Context: an optimization exercise on an open-source flow, tuned for small area, a short achievable clock period and few clock cycles. The choices shown serve that exercise and are no tape-out recipe. Where RTL was checked, it was by simulation tests only, not by an equivalence proof against the original. No functional check of the RTL was part of runs 2 to 5. Power is estimated from default activity; no workload was simulated.

==> design.v <==
module pq_engine (
    input  wire         clk,
    input  wire         rst,
    input  wire         cmd_valid,
    output wire         cmd_ready,
    input  wire [4:0]   cmd_k,
    input  wire [4:0]   cmd_x,
    input  wire [4:0]   cmd_y,
    input  wire         cmd_two,
    input  wire         in_valid,
    output wire         in_ready,
    input  wire [127:0] in_data,
    output wire         out_valid,
    input  wire         out_ready,
    output wire [127:0] out_data,
    output wire [4:0]   out_pos
);
    localparam LANES = 16;
    localparam [1:0] S_IDLE = 2'd0,
                     S_LOAD = 2'd1,
                     S_OUT1 = 2'd2,
                     S_OUT2 = 2'd3;
    function [7:0] gf_mul2;
        input [7:0] a;
        begin
            gf_mul2 = {a[6:0], 1'b0} ^ (a[7] ? 8'h1D : 8'h00);
        end
    endfunction
    function [7:0] gf_mul;
        input [7:0] a;
        input [7:0] b;
        integer i;
        reg [7:0] p;
        reg [7:0] t;
        begin
            p = 8'h00;
            t = a;
            for (i = 0; i < 8; i = i + 1) begin
                if (b[i])
                    p = p ^ t;
                t = gf_mul2(t);
            end
            gf_mul = p;
        end
    endfunction
    localparam [255:0] T_GPOW = 256'hc06030180c06038fc9ea75b45a2d984c261387cde8743a1d8040201008040201;
    localparam [255:0] T_GINV = 256'h122448903d7af4f5f7f3fbebcb8b0b162c58b07dfae9cf831b366cd8ad478e01;
    localparam [255:0] T_ZINV = 256'h595789deaaba8e02d2b4e9f26326dc678ac0e48574fba9a0545fed729da7f400;
    reg         cb_v;          
    reg         cb_p;          
    reg         cmd_rdy;
    reg [4:0]   cb_k, cb_x, cb_y;
    reg         cb_two;
    assign cmd_ready = cmd_rdy;
    wire cmd_fire = cmd_valid & cmd_rdy;
    wire [4:0] cb_k1   = cb_k + 5'd1;
    wire       cx_data = (cb_x < cb_k);
    wire [4:0] cb_d    = cb_y - cb_x;
    wire       cb_m0   = (cb_x == 5'd0);
    wire       cb_m1   = cb_two & (cb_y == 5'd1);
    wire       cb_qm   = (cb_x == cb_k1) | (cb_two & (cb_y == cb_k1));
    wire       cb_pm   = (cb_x == cb_k) | (cb_two & (cb_y == cb_k));
    wire       cb_dd   = cx_data & cb_two & (cb_y < cb_k);
    wire       cb_dp   = cx_data & cb_two & (cb_y == cb_k);
    wire       cb_dq   = cx_data & cb_two & (cb_y == cb_k1);
    wire       cb_qa   = (cb_x == cb_k1);
    wire [7:0] cb_gx   = T_GPOW[8*cb_x +: 8];
    wire [7:0] cb_gix  = T_GINV[8*cb_x +: 8];
    wire [7:0] cb_z    = T_ZINV[8*cb_d +: 8];
    reg  [7:0] p_c;
    always @(posedge clk)
        p_c <= cb_dd ? gf_mul(cb_z, cb_gix) : (cb_dp ? cb_gix : 8'h01);
    wire [7:0] l_c   = p_c;
    wire [7:0] l_e   = cb_dq ? cb_gx :
                       cb_dd ? cb_z :
                       (cb_dp | cb_qa) ? 8'h01 : 8'h00;
    wire [7:0] l_c1  = gf_mul2(l_c);
    wire [4:0] l_p0  = cb_m0 ? (cb_m1 ? 5'd2 : 5'd1) : 5'd0;
    wire [7:0] l_cw0 = cb_m0 ? (cb_m1 ? gf_mul2(l_c1) : l_c1) : l_c;
    wire [4:0] l_lp  = cb_qm ? (cb_pm ? cb_k - 5'd1 : cb_k) : cb_k1;
    reg [1:0]   state;
    reg         in_rdy;
    reg [4:0]   k_r, x_r, y_r, lp_r;  
    reg         two_r;
    reg         sx;            
    reg [4:0]   pos;           
    reg [7:0]   c_r, e_r;
    reg [7:0]   cw;            
    reg         isp_r, isq_r;  
    reg         last_r;        
    reg         first;         
    reg [127:0] acc_a, acc_x;
    assign in_ready  = in_rdy;
    assign out_valid = state[1];
    assign out_data  = acc_a;
    assign out_pos   = x_r;
    wire consume  = in_valid & in_rdy;
    wire out_fire = state[1] & out_ready;
    wire shift    = out_fire & (state == S_OUT1) & two_r;
    wire res_done = out_fire & ((state == S_OUT2) | ~two_r);
    wire load_row = cb_p & ((state == S_IDLE) | res_done);
    reg [1:0] state_n;
    always @(*) begin
        state_n = state;
        case (state)
            S_IDLE: if (cb_p) state_n = S_LOAD;
            S_LOAD: if (consume && last_r) state_n = S_OUT1;
            S_OUT1: if (out_ready) state_n = two_r ? S_OUT2 : (cb_p ? S_LOAD : S_IDLE);
            S_OUT2: if (out_ready) state_n = cb_p ? S_LOAD : S_IDLE;
        endcase
    end
    wire cb_v_n = cmd_fire | (cb_v & ~load_row);
    function is_missing;
        input [4:0] p;
        input [4:0] x;
        input [4:0] y;
        input       two;
        begin
            is_missing = (p == x) || (two && (p == y));
        end
    endfunction
    wire [4:0] pos1 = pos + 5'd1;
    wire [4:0] pos2 = pos + 5'd2;
    wire       m1   = is_missing(pos1, x_r, y_r, two_r);
    wire       m2   = is_missing(pos2, x_r, y_r, two_r);
    wire [4:0] pn   = m1 ? (m2 ? pos + 5'd3 : pos2) : pos1;
    wire [7:0] cw1  = gf_mul2(cw);
    wire [7:0] cw2  = gf_mul2(cw1);
    wire [7:0] cwn  = m1 ? (m2 ? gf_mul2(cw2) : cw2) : cw1;
    wire [7:0] w = isq_r ? c_r : (isp_r ? e_r : (cw ^ e_r));
    wire [7:0] wm [0:7];
    assign wm[0] = w;
    genvar gb, gl;
    generate
        for (gb = 1; gb < 8; gb = gb + 1) begin : g_wm
            assign wm[gb] = gf_mul2(wm[gb-1]);
        end
    endgenerate
    wire [127:0] prod;
    generate
        for (gl = 0; gl < LANES; gl = gl + 1) begin : g_lane
            wire [7:0] d = in_data[8*gl +: 8];
            genvar gj;
            for (gj = 0; gj < 8; gj = gj + 1) begin : g_bit
                wire t0, t1, t2, t3, u0, u1;
                pq_and_xor2 i_t0 (.a0(d[0]), .b0(wm[0][gj]), .a1(d[1]), .b1(wm[1][gj]), .y(t0));
                pq_and_xor2 i_t1 (.a0(d[2]), .b0(wm[2][gj]), .a1(d[3]), .b1(wm[3][gj]), .y(t1));
                pq_and_xor2 i_t2 (.a0(d[4]), .b0(wm[4][gj]), .a1(d[5]), .b1(wm[5][gj]), .y(t2));
                pq_and_xor2 i_t3 (.a0(d[6]), .b0(wm[6][gj]), .a1(d[7]), .b1(wm[7][gj]), .y(t3));
                pq_xor2 i_u0 (.a(t0), .b(t1), .y(u0));
                pq_xor2 i_u1 (.a(t2), .b(t3), .y(u1));
                pq_xor2 i_p  (.a(u0), .b(u1), .y(prod[8*gl + gj]));
            end
        end
    endgenerate
    wire         add_a = consume & ~isq_r;
    wire         selx  = consume & last_r & sx;
    wire [127:0] a_f   = (acc_a & {128{~first}}) ^ (in_data & {128{add_a}});
    wire [127:0] x_f   = (acc_x & {128{~first}}) ^ prod;
    always @(posedge clk) begin
        acc_a <= shift ? acc_x : (a_f ^ (x_f & {128{selx}}));
        if (consume)
            acc_x <= x_f;
        if (cmd_fire) begin
            cb_k   <= cmd_k;
            cb_x   <= cmd_x;
            cb_y   <= cmd_y;
            cb_two <= cmd_two;
        end
        if (load_row) begin
            k_r    <= cb_k;
            x_r    <= cb_x;
            y_r    <= cb_y;
            two_r  <= cb_two;
            lp_r   <= l_lp;
            sx     <= cb_qa | cb_dp | cb_dd;
            c_r    <= l_c;
            e_r    <= l_e;
            pos    <= l_p0;
            cw     <= l_cw0;
            isp_r  <= (l_p0 == cb_k);
            isq_r  <= 1'b0;
            last_r <= (l_p0 == l_lp);
        end else begin
            if (consume) begin
                pos    <= pn;
                cw     <= cwn;
                isp_r  <= (pn == k_r);
                isq_r  <= (pn == k_r + 5'd1);
                last_r <= (pn == lp_r);
            end
            if (shift)
                x_r <= y_r;
        end
        if (rst) begin
            state   <= S_IDLE;
            cb_v    <= 1'b0;
            cb_p    <= 1'b0;
            cmd_rdy <= 1'b0;
            in_rdy  <= 1'b0;
            first   <= 1'b0;
        end else begin
            state   <= state_n;
            cb_v    <= cb_v_n;
            cb_p    <= cb_v & ~load_row;
            cmd_rdy <= ~cb_v_n;
            in_rdy  <= (state_n == S_LOAD);
            if (load_row)
                first <= 1'b1;
            else if (consume)
                first <= 1'b0;
        end
    end
endmodule
module pq_and_xor2 (
    input  wire a0,
    input  wire b0,
    input  wire a1,
    input  wire b1,
    output wire y
);
    assign y = (a0 & b0) ^ (a1 & b1);
endmodule
module pq_xor2 (
    input  wire a,
    input  wire b,
    output wire y
);
    assign y = a ^ b;
endmodule
==> flow/run.sh <==
#!/bin/bash
# Standard ORFS layout in two calls: synthesis and floorplan with no timing
# repair margin, then placement to the end with timing repair aimed below the
# clock period. Each call's output goes to its own log.
set -euo pipefail
bash standard.sh synth floorplan SETUP_SLACK_MARGIN=0 > orfs_synth_floorplan.log 2>&1
bash standard.sh finish SETUP_SLACK_MARGIN=14.0 "BUFFER_PORTS_ARGS=-buffer_cell sky130_fd_sc_hd__buf_2"  > orfs_place_route.log 2>&1
==> standard.sh <==
#!/bin/bash
# synth_recipe.tcl (not shown) runs the flow's synth.tcl, then flattens the netlist and writes it again
# the make line also repeats each setting of config.mk as NAME=value (left out here)
make -C /OpenROAD-flow-scripts/flow DESIGN_CONFIG=/design/flow/config.mk WORK_HOME=/design/flow/orfs CLKGATE_MAP_FILE= SYNTH_SCRIPT=/design/flow/synth_recipe.tcl "${@:-finish}"
==> config.mk <==
export PLATFORM = sky130hd
export DESIGN_NAME = pq_engine
export DESIGN_NICKNAME = pq_engine
export VERILOG_FILES = /design/flow/design.v
export SDC_FILE = /design/flow/constraint.sdc
export NUM_CORES = 8
export LEC_CHECK = 0
export CAP_MARGIN = 20
export CORE_MARGIN = 2
export CORE_UTILIZATION = 70
export CTS_CLUSTER_DIAMETER = 100
export CTS_CLUSTER_SIZE = 20
export SLEW_MARGIN = 20
export SYNTH_HIERARCHICAL = 1
==> constraint.sdc <==
create_clock -name core_clock -period 19.0 [get_ports {clk}]
set_input_delay 3.8000 -clock core_clock [delete_from_list [all_inputs] [get_ports {clk}]]
set_output_delay 3.8000 -clock core_clock [all_outputs]
set_load 0.01 [all_outputs]
==> impl_metrics.toml, run 1 <==
[status]
outcome = "no timing/DRC/antenna violations"

[logic_synthesis]
synth_edf_count = 197
synth_nets = 4632
syn_inst = 4447
synthArstFlopShare_pct = 0
yosys_warnings = 7
syn-cell-area_sq_um = 34500
yosys_most_used_dff = "edfxtp_1"
avgSynthCellArea_sq_um = 7.77
synth.area.top_cells = "xor2_1 24%, edfxtp_1 17%, nand2_1 14%, xnor2_1 12%, dfxtp_1 8.3%"
synthDistinctLibCells = 90
ys_ff_latch = 341
synth.top_cell.area_share_pct = 23.9
seq_area_frac_synth_pct = 25.5
yosysTopAreaCell = "xor2_1"

[timing]
holdWs_ns = 0.440
fin_setup_tns_ns = 0
final_max_slew_viol_count = 0
slew_headroom_pct = 20.2
final.setup_skew_ns = 0.0233
rsz0062_at_grt = "true"
worst_slew_pin_slew_ns = 1.20
fin_crit_sh_pct = 26.3
max_freq_ghz = 0.200
hold_viol = 0
fin_ws_ns = 14.01
layout_min_cycle_time_ns = 4.99
setup_viol = 0

[global_routing]
grt_usage_pct = 39.0
grt_antenna_before_repair = 14
grt_pass1_vias = 29300
grt_pass1_wl_microns = 158000
grt_max_degree = 109
overflow = 0

[clock_tree]
clk_latency_ns = 0.58
clock-sinks = 341
path_clk_slew_ns = 0.09
cts_root_buf = "clkbuf_16"
max-clock-path-buffers = 3
numCtsBuffers = 21
cts_tree = "yes"
htreeDepth = 1

[detailed_routing]
vias = 31400
antenna_left = 0
drt_iter0_markers = 3198
wire_per_inst_microns = 19.3
wirelength_microns = 103000
drt_pre_antenna_iters = 6
drc = 0
viasPerCell = 5.86

[power]
powerDensity_nw_per_um2 = 121
power_leakage_uw = 0.0155
ir_drop_v = 0.0000835

[critical_path]
critPathRequiredTime_ns = 15.20
crit_slowest_cell = "dfxtp_1"
path_cells = "buf_2"
start_kind = "register"
crit_family = "flip-flops"
critical_path_class = "register to output pin"
slowest_delay_ns = 0.44
path_buf_inv = 1
cp_max_fo = 2
critPathArrivalTime_ns = 1.19
end_kind = "output pin"

[layout]
fin_nets = 4860
fin_cells = 5364
area_growth_pct = 10.1
drive_above_1_share_pct = 10.4

[placement]
pre_cts_ws_ns = 12.21
io_buffers = 284
place_inst = 5289
gp_congestion = 0.944
hpwl_microns = 63000

[flow_run]
maxCapViolations = 0

[floorplan]
ios = 285
initial_core_util_pct = 70.7
die_h_microns = 226
num_rows = 81
die_width_microns = 226
core-area_sq_um = 48800
dieArea_sq_um = 51100

[min_path]
hold_class = "register to register"
-- registers in the layout (all words and copies together) (netlist names), 2 cells and up --
signal and flops:
p_c 8, k_r 5, cw 8, cb_y 5
y_r 5, state 2, lp_r 5, acc_x 128
cb_k 5, x_r 5, pos 5, acc_a 128
e_r 8, cb_x 5, c_r 8
-- worst paths after layout --
| path | from | to | slack, ns | cells past startpoint |
|---|---|---|---|---|
| min | cb_v$_SDFF_PP0_ | cb_p$_SDFF_PP0_ | 0.44 | 2 |
| max reg2reg | cb_x[2]$_DFFE_PP_ | p_c[3]$_DFF_P_ | 14.24 | 14 |
| min reg2reg | cb_v$_SDFF_PP0_ | cb_p$_SDFF_PP0_ | 0.44 | 2 |
| max | acc_a[0]$_DFF_P_ | out_data[0] | 14.01 | 1 |
-- metal layers --
layer / routed length [microns] / share of wire (%) / track usage [%] / vias up
li1: - / - / - / 14600
met1: 40700 / 39 / 50.5 / 14800
met2: 47200 / 46 / 64.1 / 1650
met3: 10300 / 10 / 5.23 / 334
met4: 5180 / 5.0 / 19.3 / 10
met5: 64 / 0.062 / 0 / -
-- synth_stat cells (all sizes together), types with 5 or more instances --
master / n
nor2b: 20
o22ai: 11
o21ai: 72
nor3: 28
edfxtp: 197
buf: 20
nor4: 6
nand3: 33
and3: 6
inv: 39
nor2: 217
dfxtp: 144
o21a: 5
xnor2: 492
o211ai: 14
ha: 35
xor2: 944
and2: 12
xnor3: 9
mux2i: 25
a22o: 7
a31oi: 6
a21oi: 201
or2: 6
nand2b: 394
nand2: 1253
a211oi: 21
mux2: 8
clkbuf: 132
-- stage by stage --
stage	util (%)	area (sq um)	power, uW
floorplan	-	34500	3330
global placement	75.2	36700	3970
detailed placement	75.2	36700	4020
CTS	77.0	37600	4530
global route	77.8	38000	4880
finish	77.8	38000	4620
-- area by class of cell --
class,instances,area (sq um)
clock buffer,34,574
fill,3725,10800
timing repair buffer,353,2180
antenna,10,25.0
tap,664,831
inverter,39,169
clock inverter,4,36.3
timing repair inverter,1,8.76
sequential,341,8810
multi-input combinational,3918,25400
-- layout by cell type (no fill, tap or decap), types with 6 or more instances in the layout --
cell type,Yosys,routed
xnor2_1,489,478
a21oi_1,194,192
mux2_2,7,7
nand2b_1,394,394
ha_1,35,34
diode_2,0,10
xor2_2,1,16
nor2b_1,20,20
clkbuf_16,0,23
nor3_2,7,7
xnor3_1,9,9
and2_1,11,11
buf_4,2,53
xnor2_2,3,13
a22o_1,7,7
o21ai_1,8,10
buf_2,9,266
nor2_1,214,212
dfxtp_1,144,140
nand2_1,1252,1250
a211oi_1,17,17
inv_1,39,31
o22ai_1,11,11
xor2_1,943,926
o21ai_0,63,59
a31oi_1,6,6
clkbuf_4,0,16
and3_1,6,6
edfxtp_1,197,197
clkbuf_1,132,13
mux2i_1,25,25
nand3_1,32,30
o211ai_1,13,13
buf_6,3,8
nor3_1,21,21
-- cells by family after synthesis --
logic type	after synthesis	share of synthesized area, %
xor+xnor	1445	37.1
flops	341	25.5
simple gates	1995	25.5
buf+inv	191	2.19
fa+ha+maj	36	1.33
compound gates	406	7.40
mux	33	0.996
-- Yosys stat by module, one instance, submodules excluded --
module | times used | cells
pq_engine | 1 | 2527
pq_xor2 | 384 | 1
pq_and_xor2 | 512 | 3
-- what timing repair did --
item                                    4_1_cts  5_1_grt
buffers inserted                              6       12
gates cloned                                  6        3
hold buffers                                  0        0
pin swaps                                     3       39
endpoints found under the setup margin      224      149
resized for setup                            31       57
-- where the power goes --
group          switching, uW  internal (uW)
sequential               125           1060
combinational           1710           1240
clock                    277            212
total                   2110           2510
Testbench counts, summed over its fixed seeds: cycles 8,497.
==> run 2: changes to the inputs <==
--- a/design.v
+++ b/design.v
@@ -82,6 +82,7 @@
     reg         in_rdy;
     reg [4:0]   k_r, x_r, y_r, lp_r;  
     reg         two_r;
+    reg         sh_r;          
     reg         sx;            
     reg [4:0]   pos;           
     reg [7:0]   c_r, e_r;
@@ -96,7 +97,7 @@
     assign out_pos   = x_r;
     wire consume  = in_valid & in_rdy;
     wire out_fire = state[1] & out_ready;
-    wire shift    = out_fire & (state == S_OUT1) & two_r;
+    wire shift    = out_ready & sh_r;
     wire res_done = out_fire & ((state == S_OUT2) | ~two_r);
     wire load_row = cb_p & ((state == S_IDLE) | res_done);
     reg [1:0] state_n;
@@ -155,10 +156,11 @@
     endgenerate
     wire         add_a = consume & ~isq_r;
     wire         selx  = consume & last_r & sx;
-    wire [127:0] a_f   = (acc_a & {128{~first}}) ^ (in_data & {128{add_a}});
+    wire         keep  = ~first & ~shift;
+    wire [127:0] a_m   = (acc_x & {128{shift}}) | (acc_a & {128{keep}});
     wire [127:0] x_f   = (acc_x & {128{~first}}) ^ prod;
     always @(posedge clk) begin
-        acc_a <= shift ? acc_x : (a_f ^ (x_f & {128{selx}}));
+        acc_a <= a_m ^ (in_data & {128{add_a}}) ^ (x_f & {128{selx}});
         if (consume)
             acc_x <= x_f;
         if (cmd_fire) begin
@@ -194,6 +196,7 @@
         end
         if (rst) begin
             state   <= S_IDLE;
+            sh_r    <= 1'b0;
             cb_v    <= 1'b0;
             cb_p    <= 1'b0;
             cmd_rdy <= 1'b0;
@@ -201,6 +204,7 @@
             first   <= 1'b0;
         end else begin
             state   <= state_n;
+            sh_r    <= (state_n == S_OUT1) & two_r;
             cb_v    <= cb_v_n;
             cb_p    <= cb_v & ~load_row;
             cmd_rdy <= ~cb_v_n;
==> run 2 against run 1 <==
Compared with the run above: maximum frequency down 0.49%; routed wire length up 0.81%; clock power down 2%; clock-buffer cell count down 1; critical endpoint is now in_ready; synthesized area down 2.2%; largest power group unchanged; critical path type unchanged; setup slack worse by 0.025 ns; cell area down 2.4%; final cell count down 3.5%; core utilization down 0.077 points; sequential power about the same.
==> impl_metrics.toml, run 2 <==
[status]
outcome = "no timing/DRC/antenna violations"

[critical_path]
crit_slowest_cell = "dfxtp_1"
path_depth = 1
critPathRequiredTime_ns = 15.20
cp-startpoint = "in_rdy$_SDFF_PP0_"
path_cells = "buf_2"
start_kind = "register"
cp_max_fo = 4
end_kind = "output pin"
critical_path_class = "register to output pin"
rr_startpoint = "cb_x[2]$_DFFE_PP_"
path_buf_inv = 1
slowest_delay_ns = 0.47
cp-endpoint = "in_ready"
regToRegSetupSlack_ns = 14.14
crit_family = "flip-flops"
rr_worst_depth = 15
timing.rr.end = "p_c[2]$_DFF_P_"
critPathArrivalTime_ns = 1.21

[global_routing]
grt_pass1_wl_microns = 160000
grt_antenna_before_repair = 12
grt_pass1_vias = 29200
grt_usage_pct = 39.7
overflow = 0
grt_max_degree = 112

[logic_synthesis]
yosys_warnings = 7
yosysTopAreaCell = "xor2_1"
ys_ff_latch = 342
yosys_most_used_dff = "edfxtp_1"
avgSynthCellArea_sq_um = 7.83
synth_nets = 4501
syn-cell-area_sq_um = 33800
synth_commonest_cells = "1243 x nand2_1, 1081 x xor2_1, 353 x xnor2_1"
synthDistinctLibCells = 76
synth.most_common_cell = "nand2_1"
syn_inst = 4316
synth.top_cell.area_share_pct = 28.0
seq_area_frac_synth_pct = 26.1
synth_edf_count = 197
synthArstFlopShare_pct = 0
synth.area.top_cells = "xor2_1 28%, edfxtp_1 18%, nand2_1 14%, xnor2_1 9.1%, dfxtp_1 8.6%"

[layout]
nFillCells = 3664
seqCellArea_sq_um = 8830
final_design_area_no_fill_sq_um = 37100
largestRegisters = "acc_a x128, acc_x x128"
final_cell_mix = "1243 x nand2_1, 1072 x xor2_1, 340 x xnor2_1"
final_common_cell = "nand2_1"
multi_input_area_sq_um = 24500
area_growth_pct = 9.84
drive_above_1_share_pct = 10.1
fin_nets = 4722

[floorplan]
die_h_microns = 224
die_width_microns = 224
core-area_sq_um = 47700
num_rows = 80
dieArea_sq_um = 50100
initial_core_util_pct = 70.8
ios = 285

[clock_tree]
htreeDepth = 1
cts_tree = "yes"
clk_latency_ns = 0.57
max-clock-path-buffers = 3
path_clk_slew_ns = 0.09
cts_root_buf = "clkbuf_16"
numCtsBuffers = 21
clock-sinks = 342

[timing]
rsz0062_at_grt = "true"
worst_slew_pin_slew_ns = 1.14
slew_headroom_pct = 24.1
setup_viol = 0
max_freq_ghz = 0.199
fin_setup_tns_ns = 0
layout_min_cycle_time_ns = 5.01
final.setup_skew_ns = 0.0295
fin_crit_sh_pct = 26.4
hold_viol = 0
final_max_slew_viol_count = 0

[detailed_routing]
vias = 31300
drt_iter0_markers = 3820
wire_per_inst_microns = 20.2
wirelength_microns = 104000
drt_pre_antenna_iters = 6
drc = 0
antenna_left = 0
viasPerCell = 6.05

[placement]
hpwl_microns = 62500
postPlaceCellArea_sq_um = 35900
io_buffers = 284
gp_congestion = 0.937

[power]
powerDensity_nw_per_um2 = 120
ir_drop_v = 0.0000855
power_leakage_uw = 0.0148

[flow_run]
maxCapViolations = 0

[min_path]
hold_class = "register to register"
run 2: logic make-up (layout without fill, tap and decap cells):
logic type,Yosys count,in the layout,synth area share (%)
AND/OR/NAND/NOR,1868,1872,24.6
AO/OA/AOI/OAI,390,390,6.84
adder cells (fa/ha/maj),36,36,1.35
buffers and inverters,211,439,2.41
XOR/XNOR,1447,1447,38.0
multiplexers,22,22,0.692
other,0,11,0
flip-flops,342,342,26.1
run 2: metal layers:
layer / vias up / share of wire (%) / GRT usage (%)
met5: - / 0.050 / 0
li1: 14400 / - / -
met2: 1788 / 46 / 65.2
met1: 14700 / 40 / 53.2
met4: 8 / 4.0 / 15.1
met3: 316 / 10 / 5.57
run 2: worst reg2reg max path, cell delays in order, from the launching register on:
cell and delay [ns]:
edfxtp_1 0.35, buf_6 0.31, clkinvlp_4 0.22, ha_1 0.45, and3_1 0.27, nor3_2 0.36, or3_1 0.23, a21oi_1 0.08
or4_4 0.54, or2_1 0.47, xnor2_2 0.26, nand2b_1 0.19, xor2_1 0.13, o21ai_0 0.32, xnor3_1 0.46, o22ai_1 0.13
run 2: cell type report:
| class | count | area share [%] |
|---|---|---|
| Clock inverter | 1 | 0.0539 |
| Sequential cell | 342 | 23.8 |
| Multi-Input combinational cell | 3767 | 65.9 |
| Timing Repair Buffer | 359 | 5.94 |
| Clock buffer | 33 | 1.54 |
| Tap cell | 615 | 2.07 |
| Inverter | 46 | 0.610 |
| Antenna cell | 11 | 0.0741 |
run 2: what timing repair did:
action | in CTS | in global routing
gates cloned | 5 | 4
resized for setup | 31 | 34
buffers inserted | 10 | 9
pin swaps | 4 | 6
hold buffers | 0 | 0
setup endpoints to repair | 201 | 206
run 2: modules after synthesis, one instance, submodules excluded:
| module | times used | area [sq um] |
|---|---|---|
| pq_xor2 | 384 | 8.76 |
| pq_and_xor2 | 512 | 16.3 |
| pq_engine | 1 | 22100 |
run 2: where the power goes:
group	switching (uW)	internal [uW]
registers	107	1050
logic	1650	1180
clock network	271	210
run 2: how the worst min path moves through the flow:
stage	from	end	slack (ns)	cells past startpoint
after floorplan	p_c[6]$_DFF_P_	c_r[6]$_DFFE_PP_	0.41	0
after global placement	cb_v$_SDFF_PP0_	cb_p$_SDFF_PP0_	0.42	2
after detailed placement	cb_v$_SDFF_PP0_	cb_p$_SDFF_PP0_	0.43	2
after CTS	cb_v$_SDFF_PP0_	cb_p$_SDFF_PP0_	0.44	2
after global routing	cb_v$_SDFF_PP0_	cb_p$_SDFF_PP0_	0.47	2
final	cb_v$_SDFF_PP0_	cb_p$_SDFF_PP0_	0.44	2
run 2: through the flow:
step | power, uW | setup slack, ns | util [%] | hold slack, ns | instances
floorplan | 3230 | 9.43 | - | 0.406 | 4316
global placement | 3830 | 12.01 | 75.3 | 0.419 | 5101
detailed placement | 3890 | 11.86 | 75.3 | 0.429 | 5101
CTS | 4390 | 13.93 | 77.1 | 0.444 | 5150
global route | 4700 | 13.93 | 77.7 | 0.470 | 5172
finish | 4460 | 13.99 | 77.8 | 0.443 | 5174
==> run 3: changes to the inputs <==
==> flow/run.sh (replaced) <==
#!/bin/bash
# Standard ORFS layout in two calls: synthesis and floorplan with no timing
# repair margin, then placement to the end with timing repair aimed below the
# clock period. Each call's output goes to its own log.
set -euo pipefail
bash standard.sh synth floorplan SETUP_SLACK_MARGIN=0 > orfs_synth_floorplan.log 2>&1
bash standard.sh finish SETUP_SLACK_MARGIN=13.9 "BUFFER_PORTS_ARGS=-buffer_cell sky130_fd_sc_hd__buf_2"  > orfs_place_route.log 2>&1
==> run 3 against run 2 <==
Compared with the run above: final cell count fell by 0.15%; largest cell class unchanged; register-to-register slack got worse by 0.02 ns; clock power barely moved; sequential power barely moved; still clean on timing, DRC and antenna; critical endpoint is now out_pos[4].
==> impl_metrics.toml, run 3 <==
[status]
outcome = "no timing/DRC/antenna violations"

[timing]
final_max_slew_viol_count = 0
final.setup_skew_ns = 0.0308
slew_headroom_pct = 22.2
worst_slew_pin_slew_ns = 1.17
setup_viol = 0
max_freq_ghz = 0.198
fin_setup_tns_ns = 0
fin_crit_sh_pct = 26.6
hold_viol = 0
rsz0062_at_grt = "true"
layout_min_cycle_time_ns = 5.05

[logic_synthesis]
yosys_warnings = 7
synth_compound_gate_area_share_pct = 6.84
yosys.area_share.simple_pct = 24.6
synth_top_family_by_area = "XOR/XNOR gates"
synthArstFlopShare_pct = 0
syn-cell-area_sq_um = 33800
synth.most_common_cell = "nand2_1"
synth.top_cell.area_share_pct = 28.0
synth_commonest_cells = "1243 x nand2_1, 1081 x xor2_1, 353 x xnor2_1"
syn_inst = 4316
synthDistinctLibCells = 76
synth-xor-area-share_pct = 38.0
yosysTopAreaCell = "xor2_1"
synth_nets = 4501
ys_ff_latch = 342
avgSynthCellArea_sq_um = 7.83
yosys_most_used_dff = "edfxtp_1"
synthAdderAreaFrac_pct = 1.35
synth_edf_count = 197
synthMuxAreaShare_pct = 0.692
seq_area_frac_synth_pct = 26.1
synth.area.top_cells = "xor2_1 28%, edfxtp_1 18%, nand2_1 14%, xnor2_1 9.1%, dfxtp_1 8.6%"

[critical_path]
path_buf_inv = 1
crit_slowest_cell = "edfxtp_1"
end_kind = "output pin"
critical_path_class = "register to output pin"
cp_max_fo = 5
rr_startpoint = "cw[7]$_DFFE_PP_"
path_cells = "buf_2"
start_kind = "register"
critPathRequiredTime_ns = 15.20
critPathArrivalTime_ns = 1.25
path_depth = 1
crit_family = "flip-flops"
rr_worst_depth = 17
cp-startpoint = "x_r[4]$_DFFE_PP_"
slowest_delay_ns = 0.50

[clock_tree]
max-clock-path-buffers = 3
numCtsBuffers = 21
cts.hold.buffers_added = 0
htreeDepth = 1
clk_latency_ns = 0.57
path_clk_slew_ns = 0.09
cts_tree = "yes"
clock-sinks = 342
cts_root_buf = "clkbuf_16"

[flow_run]
maxCapViolations = 0

[power]
power_leakage_uw = 0.0148
ir_drop_v = 0.0000862
powerDensity_nw_per_um2 = 120
fin_total_pwr_uw = 4450

[detailed_routing]
wirelength_microns = 103000
drt_pre_antenna_iters = 6
drc = 0
antenna_left = 0
wire_per_inst_microns = 20.0
drt_iter0_markers = 3925
vias = 31200
viasPerCell = 6.04

[floorplan]
initial_core_util_pct = 70.8
die_h_microns = 224
core-area_sq_um = 47700
dieArea_sq_um = 50100
die_width_microns = 224
ios = 285
num_rows = 80

[layout]
fin_nets = 4715
multi_input_area_sq_um = 24500
final_common_cell = "nand2_1"
final_cell_mix = "1243 x nand2_1, 1073 x xor2_1, 341 x xnor2_1"
nFillCells = 3690
area_growth_pct = 9.44
largestRegisters = "acc_a x128, acc_x x128"
drive_above_1_share_pct = 9.89
seqCellArea_sq_um = 8820

[global_routing]
grt_antenna_before_repair = 12
overflow = 0
grt_max_degree = 112
grt_pass1_wl_microns = 160000
grt_usage_pct = 39.7
grt_pass1_vias = 29200

[min_path]
hold_start = "cb_v$_SDFF_PP0_"
holdPathStages = 2
hold_class = "register to register"

[placement]
gp_congestion = 0.937
hpwl_microns = 62500
io_buffers = 284
[run 3: cell counts after synthesis]
No cell type changed its count.
[run 3: final cells by class]
class / count / area share (%)
Clock buffer: 33 / 1.54
Tap cell: 615 / 2.08
Sequential cell: 342 / 23.9
Timing Repair Buffer: 352 / 5.68
Multi-Input combinational cell: 3767 / 66.1
Antenna cell: 10 / 0.0676
Clock inverter: 1 / 0.0541
Inverter: 46 / 0.582
[run 3: where the power goes]
part | leakage, uW | internal (uW) | switching (uW)
Combinational | 0.0115 | 1170 | 1640
Clock | 0.000283 | 210 | 271
Sequential | 0.00299 | 1050 | 108
Total | 0.0148 | 2430 | 2020
[run 3: cell families (layout without fill, tap and decap cells)]
group / count (synthesis) / count (layout)
other: 0 / 10
buffers and inverters: 211 / 432
AND/OR/NAND/NOR: 1868 / 1872
flip-flops: 342 / 342
multiplexers: 22 / 22
XOR/XNOR: 1447 / 1447
AO/OA/AOI/OAI: 390 / 390
adder cells (fa/ha/maj): 36 / 36
[run 3: repair_timing]
action	CTS	global route
gates resized for setup	27	22
cloned	5	2
endpoints found under the setup margin	196	195
endpoints found under the hold margin	0	0
buffers inserted	8	6
pin swaps	3	2
[run 3: through the flow]
step | cell area, sq um | cells | setup slack (ns) | utilization [%] | hold slack [ns]
after floorplan | 33800 | 4316 | 9.43 | - | 0.406
after CTS | 36800 | 5148 | 13.91 | 77.1 | 0.444
after global placement | 35900 | 5101 | 12.01 | 75.3 | 0.419
final | 37000 | 5166 | 13.95 | 77.5 | 0.444
after global routing | 37000 | 5165 | 13.88 | 77.5 | 0.470
after detailed placement | 35900 | 5101 | 11.86 | 75.3 | 0.429
[run 3: path summary, 6_finish.rpt]
check,to,slack [ns]
worst max-delay path,out_pos[4],13.95
worst max register to register,acc_a[100]$_DFF_P_,14.12
worst min register to register,cb_p$_SDFF_PP0_,0.44
worst min-delay path,cb_p$_SDFF_PP0_,0.44
[run 3: modules after synthesis (local to each module, per instance)]
module | cells | copies in the design | cell area (sq um) | flops+latches
pq_xor2 | 1 | 384 | 8.76 | 0
pq_and_xor2 | 3 | 512 | 16.3 | 0
pq_engine | 2396 | 1 | 22100 | 342
[run 3: metal layers]
layer	part of all wire [%]	track usage, %	up-vias
met1	40	53.1	14800
met2	46	65.1	1688
met3	10	5.75	304
met4	3.9	15.3	6
li1	-	-	14400
met5	0.038	0	-
==> run 4: changes to the inputs <==
--- a/design.v
+++ b/design.v
@@ -156,11 +156,19 @@
     endgenerate
     wire         add_a = consume & ~isq_r;
     wire         selx  = consume & last_r & sx;
-    wire         keep  = ~first & ~shift;
-    wire [127:0] a_m   = (acc_x & {128{shift}}) | (acc_a & {128{keep}});
-    wire [127:0] x_f   = (acc_x & {128{~first}}) ^ prod;
+    wire [127:0] x_g   = acc_x & {128{~first}};
+    wire [127:0] x_f   = x_g ^ prod;
+    wire [127:0] a_b   = (acc_a & {128{~first}}) ^ (x_g & {128{selx}}) ^
+                         (in_data & {128{add_a}});
+    wire [127:0] acc_a_n;
+    generate
+        for (gl = 0; gl < 128; gl = gl + 1) begin : g_acc_a
+            pq_acc_a_bit i_a (.shift(shift), .from_x(acc_x[gl]), .base(a_b[gl]),
+                              .prod(prod[gl]), .selx(selx), .y(acc_a_n[gl]));
+        end
+    endgenerate
     always @(posedge clk) begin
-        acc_a <= a_m ^ (in_data & {128{add_a}}) ^ (x_f & {128{selx}});
+        acc_a <= acc_a_n;
         if (consume)
             acc_x <= x_f;
         if (cmd_fire) begin
@@ -232,3 +240,13 @@
 );
     assign y = a ^ b;
 endmodule
+module pq_acc_a_bit (
+    input  wire shift,
+    input  wire from_x,
+    input  wire base,
+    input  wire prod,
+    input  wire selx,
+    output wire y
+);
+    assign y = shift ? from_x : (base ^ (prod & selx));
+endmodule
==> flow/run.sh (replaced) <==
#!/bin/bash
# Standard ORFS layout in two calls: synthesis and floorplan with no timing
# repair margin, then placement to the end with timing repair aimed below the
# clock period. Each call's output goes to its own log.
set -euo pipefail
bash standard.sh synth floorplan SETUP_SLACK_MARGIN=0 > orfs_synth_floorplan.log 2>&1
bash standard.sh finish SETUP_SLACK_MARGIN=14.2 "BUFFER_PORTS_ARGS=-buffer_cell sky130_fd_sc_hd__buf_2"  > orfs_place_route.log 2>&1
==> run 4 against run 3 <==
Compared with the run above: core utilization increased by 11 points; critical endpoint is now acc_a[33]$_DFF_P_; critical path depth increased by 8; critical path type is now input pin to register; cell area increased by 23%; setup slack got worse by 0.68 ns; combinational power increased by 31%; synthesized area increased by 8.6%; synthesized cell count increased by 7.6%; clock skew decreased by 0.0042 ns; sequential cell count unchanged; still clean on timing, DRC and antenna; power increased by 23%; sequential power increased by about 10%; clock-buffer cell count decreased by 1.
==> impl_metrics.toml, run 4 <==
[clock_tree]
path_clk_slew_ns = 0.09
htreeDepth = 1
clock-sinks = 342
cts.hold.buffers_added = 0
max-clock-path-buffers = 3
clk_latency_ns = 0.60
numCtsBuffers = 22
cts_root_buf = "clkbuf_16"
cts_tree = "yes"

[logic_synthesis]
synth_commonest_cells = "1490 x nand2_1, 1070 x xor2_1, 358 x xnor2_1"
yosysTopAreaCell = "xor2_1"
seq_area_frac_synth_pct = 24.0
synth.top_cell.area_share_pct = 25.5
yosys_warnings = 7
synth_nets = 4831
ys_ff_latch = 342
syn-cell-area_sq_um = 36700
avgSynthCellArea_sq_um = 7.90
syn_inst = 4646
synth_edf_count = 197
synth.area.top_cells = "xor2_1 26%, edfxtp_1 16%, nand2_1 15%, xnor2_1 8.5%, dfxtp_1 7.9%"
yosys_most_used_dff = "edfxtp_1"
synthArstFlopShare_pct = 0
synth.most_common_cell = "nand2_1"
synthDistinctLibCells = 92

[placement]
hpwl_microns = 67100
gp_congestion = 0.946
io_buffers = 284

[flow_run]
maxCapViolations = 0

[critical_path]
end_kind = "register"
crit_slowest_cell = "nor2b_1"
timing.rr.end = "acc_a[35]$_DFF_P_"
path_buf_inv = 3
cp_max_fo = 46
slowest_delay_ns = 0.51
crit_path_frequent_cell = "nand2_1"
critPathRequiredTime_ns = 19.51
crit_family = "simple AND/OR/NAND/NOR gates"
start_kind = "input pin"
rr_worst_depth = 17
regToRegSetupSlack_ns = 14.08
critical_path_class = "input pin to register"
path_cells = "buf_6, nand2_1, nor2_4, buf_12, buf_16, nand2_1, xnor2_1, nor2b_1, a221o_1"
rr_startpoint = "cw[7]$_DFFE_PP_"
critPathArrivalTime_ns = 6.24

[layout]
area_growth_pct = 23.8
nFillCells = 2563
drive_above_1_share_pct = 19.8
final_cell_mix = "1363 x nand2_1, 1029 x xor2_1, 340 x xnor2_1"
multi_input_area_sq_um = 28900
final_common_cell = "nand2_1"
final_util_pct = 88.0
fin_nets = 5327
seqCellArea_sq_um = 9050
largestRegisters = "acc_a x128, acc_x x128"

[global_routing]
overflow = 0
grt_antenna_before_repair = 18
grt_usage_pct = 44.4
grt_pass1_wl_microns = 191000
grt_max_degree = 131
grt_pass1_vias = 34700

[detailed_routing]
drt_iter0_markers = 5807
wirelength_microns = 140000
vias = 38300
viasPerCell = 6.56
wire_per_inst_microns = 23.9
antenna_left = 0
drt_pre_antenna_iters = 9
drc = 0

[timing]
max_freq_ghz = 0.175
final.setup_skew_ns = 0.0267
slew_headroom_pct = 8.51
fin_crit_sh_pct = 30.1
worst_slew_pin_slew_ns = 1.37
hold_viol = 0
setup_viol = 0
rsz0062_at_grt = "true"
fin_setup_tns_ns = 0
layout_min_cycle_time_ns = 5.73
final_max_slew_viol_count = 0

[min_path]
hold_start = "cb_v$_SDFF_PP0_"
holdPathStages = 2
hold_class = "register to register"
min_to = "cb_p$_SDFF_PP0_"

[floorplan]
die_width_microns = 233
core-area_sq_um = 51600
initial_core_util_pct = 71.1
num_rows = 83
dieArea_sq_um = 54300
ios = 285
die_h_microns = 233

[power]
fin_total_pwr_uw = 5500
powerDensity_nw_per_um2 = 121
ir_drop_v = 0.0000895
power_leakage_uw = 0.0194

[status]
outcome = "no timing/DRC/antenna violations"
==> run 4: cell count changes after synthesis, sizes merged, moves of 58 or more <==
| cell | delta |
|---|---|
| a21oi | -133 |
| a221o | +129 |
| and4bb | +128 |
| clkbuf | -58 |
| nand2 | +248 |
| nand3 | -131 |
| nor2 | +131 |
| nor2b | +126 |
| nor3b | -127 |
==> run 4: kinds of logic after synthesis <==
logic type / share of synthesized area [%]
AND/OR/NAND/NOR: 28.7
XOR/XNOR: 35.1
AO/OA/AOI/OAI: 8.45
flip-flops: 24.0
buffers and inverters: 1.67
adder cells (fa/ha/maj): 1.25
multiplexers: 0.839
==> run 4: tightest hold or removal path, cell delays in order (launching register included) <==
cell	delay [ns]
dfxtp_1	0.32
nand2_1	0.05
nor2_1	0.03
==> run 4: area by class of cell <==
type / count / area share [%]
timing repair inverter: 1 / 0.0193
antenna: 9 / 0.0496
multi-input combinational: 4155 / 63.7
inverter: 39 / 0.463
tap: 680 / 1.87
sequential: 342 / 19.9
timing repair buffer: 581 / 12.5
clock inverter: 7 / 0.116
clock buffer: 32 / 1.34
==> run 4: worst max-delay path by stage <==
stage                          from            endpoint  slack (ns)  cells past startpoint
final                      in_valid   acc_a[33]$_DFF_P_       13.27                      9
after global routing       in_valid   acc_a[33]$_DFF_P_       13.29                      9
after CTS                  in_valid   acc_a[27]$_DFF_P_       13.76                     12
after detailed placement  out_ready   acc_a[62]$_DFF_P_       12.32                      6
after global placement    out_ready  acc_a[108]$_DFF_P_       12.44                      6
after floorplan           out_ready    x_r[0]$_DFFE_PP_        8.53                      2
==> run 4: layer usage <==
layer	vias to the layer above	track usage (%)	share of wire, %
met5	-	0	0.11
met4	22	26.5	8.1
met3	1014	10.2	15
met2	3190	70.0	43
met1	17800	55.5	34
li1	16300	-	-
==> run 4: per-module statistics from Yosys (local to each module, per instance) <==
| module | flip-flops and latches | copies in the design |
|---|---|---|
| pq_engine | 342 | 1 |
| pq_acc_a_bit | 0 | 128 |
| pq_and_xor2 | 0 | 512 |
| pq_xor2 | 0 | 384 |
==> run 4: what timing repair did <==
| item | CTS | global route |
|---|---|---|
| resized for setup | 510 | 206 |
| pin swaps | 254 | 307 |
| gates cloned | 30 | 4 |
| setup buffers | 148 | 74 |
| endpoints found under the setup margin | 462 | 420 |
==> run 4: stage by stage <==
stage | hold slack (ns) | setup WS, ns | instance area [sq um] | cells
final | 0.438 | 13.27 | 45400 | 5846
after global routing | 0.482 | 13.29 | 45400 | 5840
after CTS | 0.436 | 13.76 | 43600 | 5759
after detailed placement | 0.423 | 12.32 | 39100 | 5542
after global placement | 0.416 | 12.44 | 39100 | 5542
after floorplan | 0.406 | 8.53 | 36700 | 4646
==> run 4: power breakdown <==
part	switching (uW)	total [uW]	internal [uW]
clock network	299	527	228
logic	2050	3690	1640
registers	188	1280	1090
total	2540	5500	2960
==> run 5: changes to the inputs <==
==> flow/run.sh (replaced) <==
#!/bin/bash
# Standard ORFS layout in two calls: synthesis and floorplan with no timing
# repair margin, then placement to the end with timing repair aimed below the
# clock period. Each call's output goes to its own log.
set -euo pipefail
bash standard.sh synth floorplan SETUP_SLACK_MARGIN=0 > orfs_synth_floorplan.log 2>&1
bash standard.sh finish SETUP_SLACK_MARGIN=14.0 "BUFFER_PORTS_ARGS=-buffer_cell sky130_fd_sc_hd__buf_2"  > orfs_place_route.log 2>&1
==> run 5 against run 4 <==
Compared with the run above: still clean on timing, DRC and antenna; combinational power decreased by 14%; synthesized cell count unchanged; non-clock buffer count decreased by 155; power decreased by 10%; sequential share of layout area increased by 0.71 points; register-to-register slack got worse by 0.08 ns; largest cell class unchanged.
==> impl_metrics.toml, run 5 <==
[clock_tree]
htreeDepth = 1
path_clk_slew_ns = 0.10
cts.hold.buffers_added = 0
numCtsBuffers = 22
clk_latency_ns = 0.59
cts_root_buf = "clkbuf_16"
clock-sinks = 342
max-clock-path-buffers = 3
cts_tree = "yes"

[floorplan]
die_h_microns = 233
num_rows = 83
ios = 285
core-area_sq_um = 51600
dieArea_sq_um = 54300
initial_core_util_pct = 71.1
die_width_microns = 233

[detailed_routing]
viasPerCell = 6.24
drt_iter0_markers = 4708
drt_pre_antenna_iters = 9
wire_per_inst_microns = 21.4
wirelength_microns = 122000
vias = 35500
drc = 0
antenna_left = 0

[layout]
seqCellArea_sq_um = 8840
largestRegisters = "acc_a x128, acc_x x128"
drive_above_1_share_pct = 14.3
final_cell_mix = "1374 x nand2_1, 1037 x xor2_1, 344 x xnor2_1"
multi_input_area_sq_um = 28700
final_common_cell = "nand2_1"
fin_nets = 5171
area_growth_pct = 16.7
nFillCells = 3321

[power]
powerDensity_nw_per_um2 = 115
fin_total_pwr_uw = 4930
power_leakage_uw = 0.0184
ir_drop_v = 0.0000777

[critical_path]
crit_family = "simple AND/OR/NAND/NOR gates"
path_buf_inv = 4
path_cells = "buf_6, and3_4, and2_4, buf_12, buf_12, buf_16, nand2_1, xor2_1, nor2_1, xnor2_1, and4bb_1, a221o_1"
start_kind = "input pin"
critical_path_class = "input pin to register"
cp-startpoint = "in_valid"
end_kind = "register"
critPathArrivalTime_ns = 5.90
rr_worst_depth = 15
rr_startpoint = "cw[5]$_DFFE_PP_"
crit_path_frequent_cell = "buf_12"
path_depth = 12
critPathRequiredTime_ns = 19.49
cp_max_fo = 5
slowest_delay_ns = 0.26
crit_slowest_cell = "xor2_1"

[logic_synthesis]
synth_edf_count = 197
synthDistinctLibCells = 92
avgSynthCellArea_sq_um = 7.90
yosys_most_used_dff = "edfxtp_1"
syn_inst = 4646
synth.most_common_cell = "nand2_1"
synth_nets = 4831
synth.top_cell.area_share_pct = 25.5
seq_area_frac_synth_pct = 24.0
yosysTopAreaCell = "xor2_1"
synth_commonest_cells = "1490 x nand2_1, 1070 x xor2_1, 358 x xnor2_1"
syn-cell-area_sq_um = 36700
synth.area.top_cells = "xor2_1 26%, edfxtp_1 16%, nand2_1 15%, xnor2_1 8.5%, dfxtp_1 7.9%"
yosys_warnings = 7
synthArstFlopShare_pct = 0
ys_ff_latch = 342

[global_routing]
grt_pass1_wl_microns = 181000
overflow = 0
grt_pass1_vias = 32700
grt_antenna_before_repair = 12
grt_usage_pct = 42.2
grt_max_degree = 131

[timing]
worst_slew_pin_slew_ns = 1.19
slew_headroom_pct = 20.8
rsz0062_at_grt = "true"
fin_ws_ns = 13.59
layout_min_cycle_time_ns = 5.41
final.setup_skew_ns = 0.0339
hold_viol = 0
fin_crit_sh_pct = 28.5
setup_viol = 0
fin_setup_tns_ns = 0
final_max_slew_viol_count = 0
max_freq_ghz = 0.185

[placement]
pre_cts_ws_ns = 12.32
io_buffers = 284
hpwl_microns = 67100
gp_congestion = 0.946

[flow_run]
maxCapViolations = 0

[min_path]
hold_class = "register to register"
holdPathStages = 2
hold_start = "cb_v$_SDFF_PP0_"

[status]
outcome = "no timing/DRC/antenna violations"
run 5: cell counts after synthesis:
No cell type changed its count.
run 5: report_power, final:
part | switching [uW] | internal, uW | total (uW) | leakage [uW]
Clock | 291 | 228 | 519 | 0.000316
Combinational | 1830 | 1340 | 3180 | 0.0151
Sequential | 174 | 1060 | 1230 | 0.00300
run 5: cell type report:
type                            count  share of cell area (%)
Multi-Input combinational cell   4155                    67.1
Sequential cell                   342                    20.6
Timing Repair Buffer              426                    8.23
Tap cell                          680                    1.99
Clock buffer                       32                    1.42
Inverter                           39                   0.432
Clock inverter                      7                   0.123
Antenna cell                       12                  0.0701
run 5: worst register-to-register path: stages, from the launching register on:
cell	delay (ns)
edfxtp_1	0.53
nor2b_1	0.26
xnor2_1	0.14
nor2_1	0.07
a21oi_2	0.47
xnor2_1	0.36
xnor2_4	0.52
buf_4	0.39
xor2_2	0.30
buf_4	0.39
nand2_1	0.13
xor2_1	0.20
xor2_1	0.19
xor2_1	0.42
nand2_1	0.19
a221o_1	0.33
run 5: per-stage QoR:
| stage | hold WS [ns] | instance area (sq um) | std cells | utilization, % |
|---|---|---|---|---|
| global route | 0.479 | 42800 | 5686 | 83.0 |
| global placement | 0.416 | 39100 | 5542 | 75.7 |
| finish | 0.437 | 42800 | 5693 | 83.0 |
| detailed placement | 0.423 | 39100 | 5542 | 75.7 |
| floorplan | 0.406 | 36700 | 4646 | - |
| CTS | 0.436 | 41500 | 5638 | 80.4 |
run 5: kinds of logic (layout without fill, tap and decap cells):
family | Yosys count | after routing | share of synthesized area [%]
multiplexers | 29 | 29 | 0.839
AO/OA/AOI/OAI | 399 | 399 | 8.45
AND/OR/NAND/NOR | 2241 | 2245 | 28.7
buffers and inverters | 153 | 504 | 1.67
adder cells (fa/ha/maj) | 36 | 36 | 1.25
flip-flops | 342 | 342 | 24.0
XOR/XNOR | 1446 | 1446 | 35.1
other | 0 | 12 | 0
run 5: path summary, 6_finish.rpt:
kind | slack [ns] | end
setup reg to reg | 14.00 | acc_a[2]$_DFF_P_
hold / removal | 0.44 | cb_p$_SDFF_PP0_
setup / recovery | 13.59 | acc_a[95]$_DFF_P_
hold reg to reg | 0.44 | cb_p$_SDFF_PP0_
run 5: per-module statistics from Yosys, one instance, submodules excluded:
module	area, sq um	flops+latches
pq_xor2	8.76	0
pq_and_xor2	16.3	0
pq_engine	20800	342
pq_acc_a_bit	32.5	0
run 5: what timing repair did:
item                                    4_1_cts  5_1_grt
gates resized for setup                     189      190
endpoints found under the setup margin      312      244
cloned                                       27        3
pin swaps                                   205      252
setup buffers                                30       40
run 5: layer usage:
| metal | global-route usage [%] | share of wire, % | vias up |
|---|---|---|---|
| met5 | 0 | 0.044 | - |
| met4 | 21.6 | 5.5 | 8 |
| met3 | 8.08 | 12 | 487 |
| met2 | 66.3 | 45 | 2325 |
| met1 | 55.4 | 38 | 16700 |
| li1 | - | - | 16000 |
==> run 6: changes to the inputs <==
--- a/design.v
+++ b/design.v
@@ -43,9 +43,45 @@
             gf_mul = p;
         end
     endfunction
-    localparam [255:0] T_GPOW = 256'hc06030180c06038fc9ea75b45a2d984c261387cde8743a1d8040201008040201;
-    localparam [255:0] T_GINV = 256'h122448903d7af4f5f7f3fbebcb8b0b162c58b07dfae9cf831b366cd8ad478e01;
-    localparam [255:0] T_ZINV = 256'h595789deaaba8e02d2b4e9f26326dc678ac0e48574fba9a0545fed729da7f400;
+    function [7:0] t_gpow;
+        input [4:0] i;
+        begin
+            t_gpow[0] = (~i[1] & i[2] & i[3] & ~i[4]) | (~i[1] & ~i[2] & i[3] & i[4]) | (i[0] & i[2] & ~i[3] & i[4]) | (~i[0] & ~i[1] & ~i[2] & ~i[4]) | (~i[0] & i[2] & i[3] & ~i[4]) | (~i[0] & i[1] & ~i[2] & ~i[3] & i[4]);
+            t_gpow[1] = (i[0] & ~i[1] & ~i[2] & i[3]) | (i[1] & i[2] & i[3] & ~i[4]) | (~i[0] & ~i[2] & i[3] & i[4]) | (i[0] & ~i[1] & ~i[2] & ~i[4]) | (i[0] & i[2] & i[3] & ~i[4]) | (i[0] & i[1] & ~i[2] & ~i[3] & i[4]) | (~i[0] & i[1] & i[2] & ~i[3] & i[4]);
+            t_gpow[2] = (~i[0] & ~i[2] & i[4]) | (~i[0] & ~i[2] & i[3]) | (~i[1] & i[2] & i[3] & ~i[4]) | (~i[1] & i[2] & ~i[3] & i[4]) | (~i[0] & i[1] & ~i[2]) | (i[1] & ~i[2] & i[3] & i[4]) | (i[0] & i[1] & i[2] & i[3]);
+            t_gpow[3] = (i[0] & i[1] & ~i[2]) | (~i[0] & ~i[1] & i[3]) | (~i[2] & ~i[3] & i[4]) | (i[1] & ~i[3] & i[4]) | (~i[1] & ~i[2] & i[3] & ~i[4]);
+            t_gpow[4] = (~i[1] & i[2] & i[4]) | (i[0] & ~i[2] & ~i[3] & i[4]) | (~i[1] & ~i[2] & i[3] & ~i[4]) | (~i[0] & i[1] & i[3] & ~i[4]) | (~i[0] & ~i[1] & i[2] & ~i[3]);
+            t_gpow[5] = (~i[0] & i[1] & ~i[3] & i[4]) | (~i[1] & i[2] & ~i[3] & i[4]) | (i[1] & ~i[2] & i[3] & ~i[4]) | (~i[0] & i[1] & i[2] & i[4]) | (i[0] & ~i[2] & i[3] & ~i[4]) | (i[0] & i[1] & i[2] & i[3]) | (i[0] & ~i[1] & i[2] & ~i[3]) | (i[0] & i[2] & i[3] & i[4]);
+            t_gpow[6] = (i[1] & i[2] & i[4]) | (i[1] & ~i[2] & i[3] & ~i[4]) | (i[0] & i[2] & ~i[3] & i[4]) | (i[0] & i[1] & ~i[3] & i[4]) | (~i[0] & i[1] & i[2] & ~i[3]) | (~i[0] & ~i[1] & ~i[2] & ~i[3] & i[4]) | (~i[0] & ~i[1] & i[2] & i[3] & ~i[4]);
+            t_gpow[7] = (~i[1] & i[2] & i[3] & ~i[4]) | (i[1] & i[2] & ~i[3] & i[4]) | (i[0] & i[1] & i[2] & ~i[3]) | (~i[0] & i[2] & ~i[3] & i[4]) | (i[0] & i[1] & ~i[2] & i[3] & ~i[4]) | (i[0] & ~i[1] & ~i[2] & ~i[3] & i[4]) | (~i[0] & ~i[1] & ~i[2] & i[3] & i[4]);
+        end
+    endfunction
+    function [7:0] t_ginv;
+        input [4:0] i;
+        begin
+            t_ginv[0] = (i[1] & ~i[2] & ~i[3]) | (i[2] & ~i[3] & i[4]) | (~i[0] & ~i[2] & ~i[4]) | (i[0] & i[1] & ~i[3]) | (i[0] & ~i[3] & i[4]) | (i[0] & i[1] & i[4]) | (~i[0] & ~i[1] & i[3] & ~i[4]) | (~i[1] & ~i[2] & i[3] & ~i[4]) | (~i[0] & ~i[1] & ~i[2] & i[3]);
+            t_ginv[1] = (~i[3] & i[4]) | (~i[0] & i[1] & ~i[3]) | (~i[1] & ~i[2] & i[3] & ~i[4]) | (i[1] & i[2] & ~i[3]) | (i[0] & ~i[1] & ~i[2] & ~i[4]) | (i[0] & ~i[2] & i[3] & ~i[4]) | (~i[0] & i[1] & ~i[2] & i[4]);
+            t_ginv[2] = (i[0] & ~i[1] & ~i[2] & i[3]) | (~i[0] & i[1] & ~i[3] & ~i[4]) | (i[0] & ~i[2] & ~i[3] & ~i[4]) | (~i[0] & ~i[1] & ~i[2] & i[4]) | (i[1] & i[2] & i[3] & i[4]) | (i[0] & ~i[2] & i[3] & i[4]) | (i[0] & ~i[1] & ~i[3] & ~i[4]) | (i[0] & i[1] & i[2] & i[3]) | (i[0] & i[1] & i[2] & i[4]) | (~i[0] & ~i[1] & i[2] & i[3] & ~i[4]);
+            t_ginv[3] = (i[0] & i[1] & ~i[2]) | (i[0] & ~i[1] & ~i[3]) | (i[1] & i[3] & ~i[4]) | (i[1] & ~i[2] & i[4]) | (~i[1] & i[2] & ~i[3]) | (i[0] & ~i[2] & ~i[4]) | (i[0] & ~i[3] & ~i[4]) | (~i[0] & i[2] & i[3] & ~i[4]) | (i[0] & i[2] & i[3] & i[4]);
+            t_ginv[4] = (~i[0] & i[2] & ~i[4]) | (~i[2] & i[3] & i[4]) | (i[1] & i[2] & ~i[3]) | (~i[0] & ~i[1] & i[3] & i[4]) | (~i[1] & i[2] & i[3] & ~i[4]) | (i[0] & i[1] & ~i[2] & i[3]) | (i[0] & i[2] & ~i[3] & i[4]) | (~i[0] & ~i[1] & ~i[2] & i[4]);
+            t_ginv[5] = (i[1] & ~i[2] & i[3]) | (i[2] & ~i[3] & i[4]) | (~i[2] & i[3] & i[4]) | (~i[1] & i[2] & i[3] & ~i[4]) | (i[1] & i[3] & i[4]) | (i[0] & i[1] & i[3]) | (i[0] & i[1] & ~i[2] & ~i[4]) | (i[0] & ~i[1] & i[2] & ~i[4]) | (~i[0] & i[1] & i[2] & ~i[3]);
+            t_ginv[6] = (i[2] & ~i[3] & i[4]) | (~i[1] & i[2] & ~i[3]) | (i[0] & ~i[1] & ~i[2] & i[3]) | (~i[0] & i[1] & i[3] & ~i[4]) | (~i[0] & ~i[2] & i[3] & i[4]) | (i[0] & i[2] & i[4]) | (i[0] & i[1] & ~i[3] & i[4]) | (i[1] & ~i[2] & i[3] & ~i[4]) | (~i[0] & i[2] & i[3] & ~i[4]) | (~i[0] & i[1] & ~i[2] & ~i[4]);
+            t_ginv[7] = (~i[1] & ~i[2] & i[3]) | (i[2] & ~i[3] & i[4]) | (i[0] & ~i[2] & ~i[4]) | (i[1] & ~i[3] & i[4]) | (~i[2] & i[3] & ~i[4]) | (~i[0] & ~i[1] & i[2] & ~i[3]) | (~i[0] & ~i[1] & i[3] & i[4]) | (i[0] & ~i[1] & i[3] & ~i[4]);
+        end
+    endfunction
+    function [7:0] t_zinv;
+        input [4:0] i;
+        begin
+            t_zinv[0] = (~i[0] & i[1] & ~i[3] & ~i[4]) | (i[0] & i[1] & ~i[2] & ~i[3]) | (i[0] & ~i[1] & i[2] & ~i[3]) | (~i[0] & ~i[1] & ~i[2] & ~i[3]) | (i[0] & i[2] & i[3] & i[4]) | (~i[0] & i[1] & ~i[2] & ~i[4]) | (i[0] & ~i[1] & ~i[2] & i[3] & ~i[4]) | (~i[0] & ~i[1] & i[2] & i[3] & ~i[4]);
+            t_zinv[1] = (~i[0] & ~i[2] & i[4]) | (~i[0] & ~i[3] & ~i[4]) | (i[0] & i[1] & i[4]) | (~i[0] & ~i[1] & i[4]) | (~i[2] & i[3] & i[4]) | (~i[0] & i[1] & ~i[2]) | (i[0] & i[1] & i[2] & i[3]);
+            t_zinv[2] = (~i[0] & i[1] & ~i[3]) | (i[0] & ~i[3] & ~i[4]) | (~i[1] & ~i[2] & ~i[3]) | (~i[1] & i[2] & i[3] & ~i[4]) | (i[0] & i[1] & ~i[2] & ~i[4]) | (~i[0] & ~i[1] & i[2] & i[3]) | (i[0] & ~i[1] & ~i[2] & i[4]);
+            t_zinv[3] = (i[0] & ~i[1] & i[4]) | (i[1] & i[3] & i[4]) | (i[2] & i[3] & i[4]) | (i[0] & ~i[1] & ~i[2] & i[3]) | (i[0] & i[1] & i[2] & i[3]) | (~i[0] & i[1] & ~i[2] & i[3]) | (i[0] & ~i[1] & i[2] & ~i[3]) | (i[0] & i[1] & ~i[2] & ~i[3] & ~i[4]) | (~i[0] & i[1] & i[2] & ~i[3] & ~i[4]);
+            t_zinv[4] = (i[1] & i[2] & ~i[3]) | (~i[0] & i[2] & i[4]) | (i[0] & i[1] & ~i[2] & ~i[4]) | (~i[0] & i[1] & ~i[2] & i[3]) | (i[0] & ~i[1] & ~i[2] & ~i[3]) | (~i[0] & i[2] & ~i[3]);
+            t_zinv[5] = (i[0] & ~i[1] & ~i[4]) | (i[1] & ~i[2] & i[3]) | (~i[0] & ~i[3] & i[4]) | (~i[0] & ~i[2] & ~i[4]) | (~i[1] & i[2] & ~i[3]) | (i[1] & ~i[2] & i[4]);
+            t_zinv[6] = (~i[1] & ~i[3]) | (i[2] & ~i[3] & ~i[4]) | (i[0] & ~i[3] & i[4]) | (~i[0] & i[1] & i[3] & ~i[4]) | (~i[0] & ~i[1] & i[2] & i[4]) | (i[0] & ~i[1] & i[2] & ~i[4]) | (i[1] & ~i[2] & i[3] & ~i[4]);
+            t_zinv[7] = (i[0] & ~i[1]) | (i[2] & i[4]) | (~i[0] & i[3] & ~i[4]) | (i[1] & i[3] & i[4]) | (~i[2] & ~i[3] & ~i[4]) | (i[2] & i[3]);
+        end
+    endfunction
     reg         cb_v;          
     reg         cb_p;          
     reg         cmd_rdy;
@@ -64,9 +100,9 @@
     wire       cb_dp   = cx_data & cb_two & (cb_y == cb_k);
     wire       cb_dq   = cx_data & cb_two & (cb_y == cb_k1);
     wire       cb_qa   = (cb_x == cb_k1);
-    wire [7:0] cb_gx   = T_GPOW[8*cb_x +: 8];
-    wire [7:0] cb_gix  = T_GINV[8*cb_x +: 8];
-    wire [7:0] cb_z    = T_ZINV[8*cb_d +: 8];
+    wire [7:0] cb_gx   = t_gpow(cb_x);
+    wire [7:0] cb_gix  = t_ginv(cb_x);
+    wire [7:0] cb_z    = t_zinv(cb_d);
     reg  [7:0] p_c;
     always @(posedge clk)
         p_c <= cb_dd ? gf_mul(cb_z, cb_gix) : (cb_dp ? cb_gix : 8'h01);
@@ -156,19 +192,11 @@
     endgenerate
     wire         add_a = consume & ~isq_r;
     wire         selx  = consume & last_r & sx;
-    wire [127:0] x_g   = acc_x & {128{~first}};
-    wire [127:0] x_f   = x_g ^ prod;
-    wire [127:0] a_b   = (acc_a & {128{~first}}) ^ (x_g & {128{selx}}) ^
-                         (in_data & {128{add_a}});
-    wire [127:0] acc_a_n;
-    generate
-        for (gl = 0; gl < 128; gl = gl + 1) begin : g_acc_a
-            pq_acc_a_bit i_a (.shift(shift), .from_x(acc_x[gl]), .base(a_b[gl]),
-                              .prod(prod[gl]), .selx(selx), .y(acc_a_n[gl]));
-        end
-    endgenerate
+    wire         keep  = ~first & ~shift;
+    wire [127:0] a_m   = (acc_x & {128{shift}}) | (acc_a & {128{keep}});
+    wire [127:0] x_f   = (acc_x & {128{~first}}) ^ prod;
     always @(posedge clk) begin
-        acc_a <= acc_a_n;
+        acc_a <= a_m ^ (in_data & {128{add_a}}) ^ (x_f & {128{selx}});
         if (consume)
             acc_x <= x_f;
         if (cmd_fire) begin
@@ -240,13 +268,3 @@
 );
     assign y = a ^ b;
 endmodule
-module pq_acc_a_bit (
-    input  wire shift,
-    input  wire from_x,
-    input  wire base,
-    input  wire prod,
-    input  wire selx,
-    output wire y
-);
-    assign y = shift ? from_x : (base ^ (prod & selx));
-endmodule
--- a/config.mk
+++ b/config.mk
@@ -7,7 +7,7 @@
 export LEC_CHECK = 0
 export CAP_MARGIN = 20
 export CORE_MARGIN = 2
-export CORE_UTILIZATION = 70
+export CORE_UTILIZATION = 75
 export CTS_CLUSTER_DIAMETER = 100
 export CTS_CLUSTER_SIZE = 20
 export SLEW_MARGIN = 20
==> run 6 against run 5 <==
Compared with the run above: via count decreased by 13%; clock skew decreased by 0.017 ns; die area decreased by 15%; highest routed layer unchanged; hold slack improved by 0.0021 ns; combinational power decreased by 12%; synthesized cell count decreased by 8.8%; final cell count decreased by 11%.
==> impl_metrics.toml, run 6 <==
[timing]
fin_ws_ns = 14.03
hold_viol = 0
slew_headroom_pct = 28.4
rsz0062_at_grt = "true"
worst_slew_pin_slew_ns = 1.07
max_freq_ghz = 0.201
final.setup_skew_ns = 0.0172
layout_min_cycle_time_ns = 4.97

[global_routing]
grt_pass1_vias = 29300
grt.busiest_layer = "met2"
grt.met1_usage_pct = 53.8
grt_use_met3_pct = 8.42
grt_max_degree = 116
grt_usage_pct = 42.0
grt_pass1_wl_microns = 158000
grt_antenna_before_repair = 14

[detailed_routing]
vias = 31100
drt_iter0_markers = 3901
drt_pre_antenna_iters = 7
viasPerCell = 6.10
drc = 0
antenna_left = 0
wirelength_microns = 101000

[power]
powerDensity_nw_per_um2 = 121
power_leakage_uw = 0.0146
ir_drop_v = 0.000105

[logic_synthesis]
seq_area_frac_synth_pct = 26.4
yosys_warnings = 7
synth_commonest_cells = "1243 x nand2_1, 1075 x xor2_1, 364 x xnor2_1"
yosysTopAreaCell = "xor2_1"
syn-cell-area_sq_um = 33400
synth_edf_count = 197
avgSynthCellArea_sq_um = 7.87
ys_ff_latch = 342
yosys_most_used_dff = "edfxtp_1"
synthDistinctLibCells = 80
synth_nets = 4408
synth.area.top_cells = "xor2_1 28%, edfxtp_1 18%, nand2_1 14%, xnor2_1 9.6%, dfxtp_1 8.7%"
synthArstFlopShare_pct = 0

[clock_tree]
htreeDepth = 1
max-clock-path-buffers = 3
clk_latency_ns = 0.56
cts_root_buf = "clkbuf_16"
clock-sinks = 342
cts.hold.buffers_added = 0

[floorplan]
core-area_sq_um = 44000
dieArea_sq_um = 46200
ios = 285

[layout]
final_util_pct = 83.6
seqCellArea_sq_um = 8820
fin_cells = 5090
drive_above_1_share_pct = 10.5
nFillCells = 2887
final_common_cell = "nand2_1"
fin_nets = 4644
area_growth_pct = 10.3
largestRegisters = "acc_a x128, acc_x x128"

[placement]
gp_congestion = 0.983
place_inst = 5006
hpwl_microns = 61000
io_buffers = 284

[flow_run]
maxCapViolations = 0

[critical_path]
critPathArrivalTime_ns = 5.46
crit_family = "simple AND/OR/NAND/NOR gates"
path_cells = "buf_2, and3_4, buf_8, nand3_1, xnor2_1"
path_buf_inv = 2
critical_path_class = "input pin to register"
cp_max_fo = 62
critPathRequiredTime_ns = 19.49
end_kind = "register"

[status]
outcome = "no timing/DRC/antenna violations"
run 6: cell types whose count changed after synthesis, moves of 126 or more:
cell and delta:
nand3_1 +129, and4bb_1 -128, nor2_1 -131, nand2_1 -247, nor3b_1 +129, a221o_1 -126
run 6: layout make-up:
type	instances	area share (%)
diodes	11	0.0748
well taps	592	2.01
clock buffers	34	1.56
multi-input cells	3703	65.4
clock inverters	3	0.0714
flip-flops and latches	342	24.0
inverters	41	0.541
repair buffers	364	6.32
run 6: worst reg2reg max path: cells and delay by family, from the launching register on:
family	cells	cell delay [ns]
AO/OA/AOI/OAI	1	0.27
XOR/XNOR	10	2.05
AND/OR/NAND/NOR	4	0.53
flip-flops	1	0.52
buffers and inverters	4	1.37
run 6: repair_timing:
action,in CTS,in global routing
pin swaps,2,2
gates cloned,7,3
buffers inserted,8,16
gates resized for setup,41,26
endpoints found under the setup margin,307,190
run 6: stage by stage:
step                instance area, sq um  total power (uW)
finish                             36800              4450
global route                       36800              4690
CTS                                36400              4370
detailed placement                 35400              3880
global placement                   35400              3800
floorplan                          33400              3220
run 6: cell families (layout without fill, tap and decap cells):
family	Yosys count	after routing	share of synthesized area [%]
DFF	342	342	26.4
and+or+nand+nor	1844	1848	24.5
buffers and inverters	196	442	2.33
muxes	19	19	0.574
other	0	11	0
adders and majority gates	22	22	0.848
xor gates and xnor gates	1453	1453	38.7
AOI/OAI and AO/OA	361	361	6.62
run 6: path summary, 6_finish.rpt:
check	startpoint	to	slack [ns]	cells after the start
setup / recovery	in_valid	acc_a[69]$_DFF_P_	14.03	5
hold / removal	cb_v$_SDFF_PP0_	cb_p$_SDFF_PP0_	0.44	2
setup reg to reg	isp_r$_DFFE_PP_	acc_a[91]$_DFF_P_	14.16	19
hold reg to reg	cb_v$_SDFF_PP0_	cb_p$_SDFF_PP0_	0.44	2
run 6: layer usage:
metal / vias to the layer above / wire, microns
li1: 14200 / -
met1: 14500 / 38400
met2: 2019 / 45700
met3: 387 / 11800
met4: 10 / 5320
met5: - / 54
run 6: modules after synthesis, one instance, submodules excluded:
module,cell area (sq um),flip-flops and latches,cells,copies in the design
pq_engine,21700,342,2317,1
pq_and_xor2,16.3,0,3,512
pq_xor2,8.76,0,1,384
run 6: report_power, final:
part | switching [uW] | internal, uW
Sequential | 110 | 1050
Combinational | 1630 | 1180
Clock | 271 | 211
Testbench counts of run 6, summed over its fixed seeds: cycles 8,497.

Re-timed with assumed drivers on the ports (clkbuf_16 on the clock, buf_2 on other inputs), run 6 has 13.964 ns of setup slack against 14.026 ns with ideal ports, and 13.443 ns once port delays also move by the mid clock arrival of 0.621 ns.
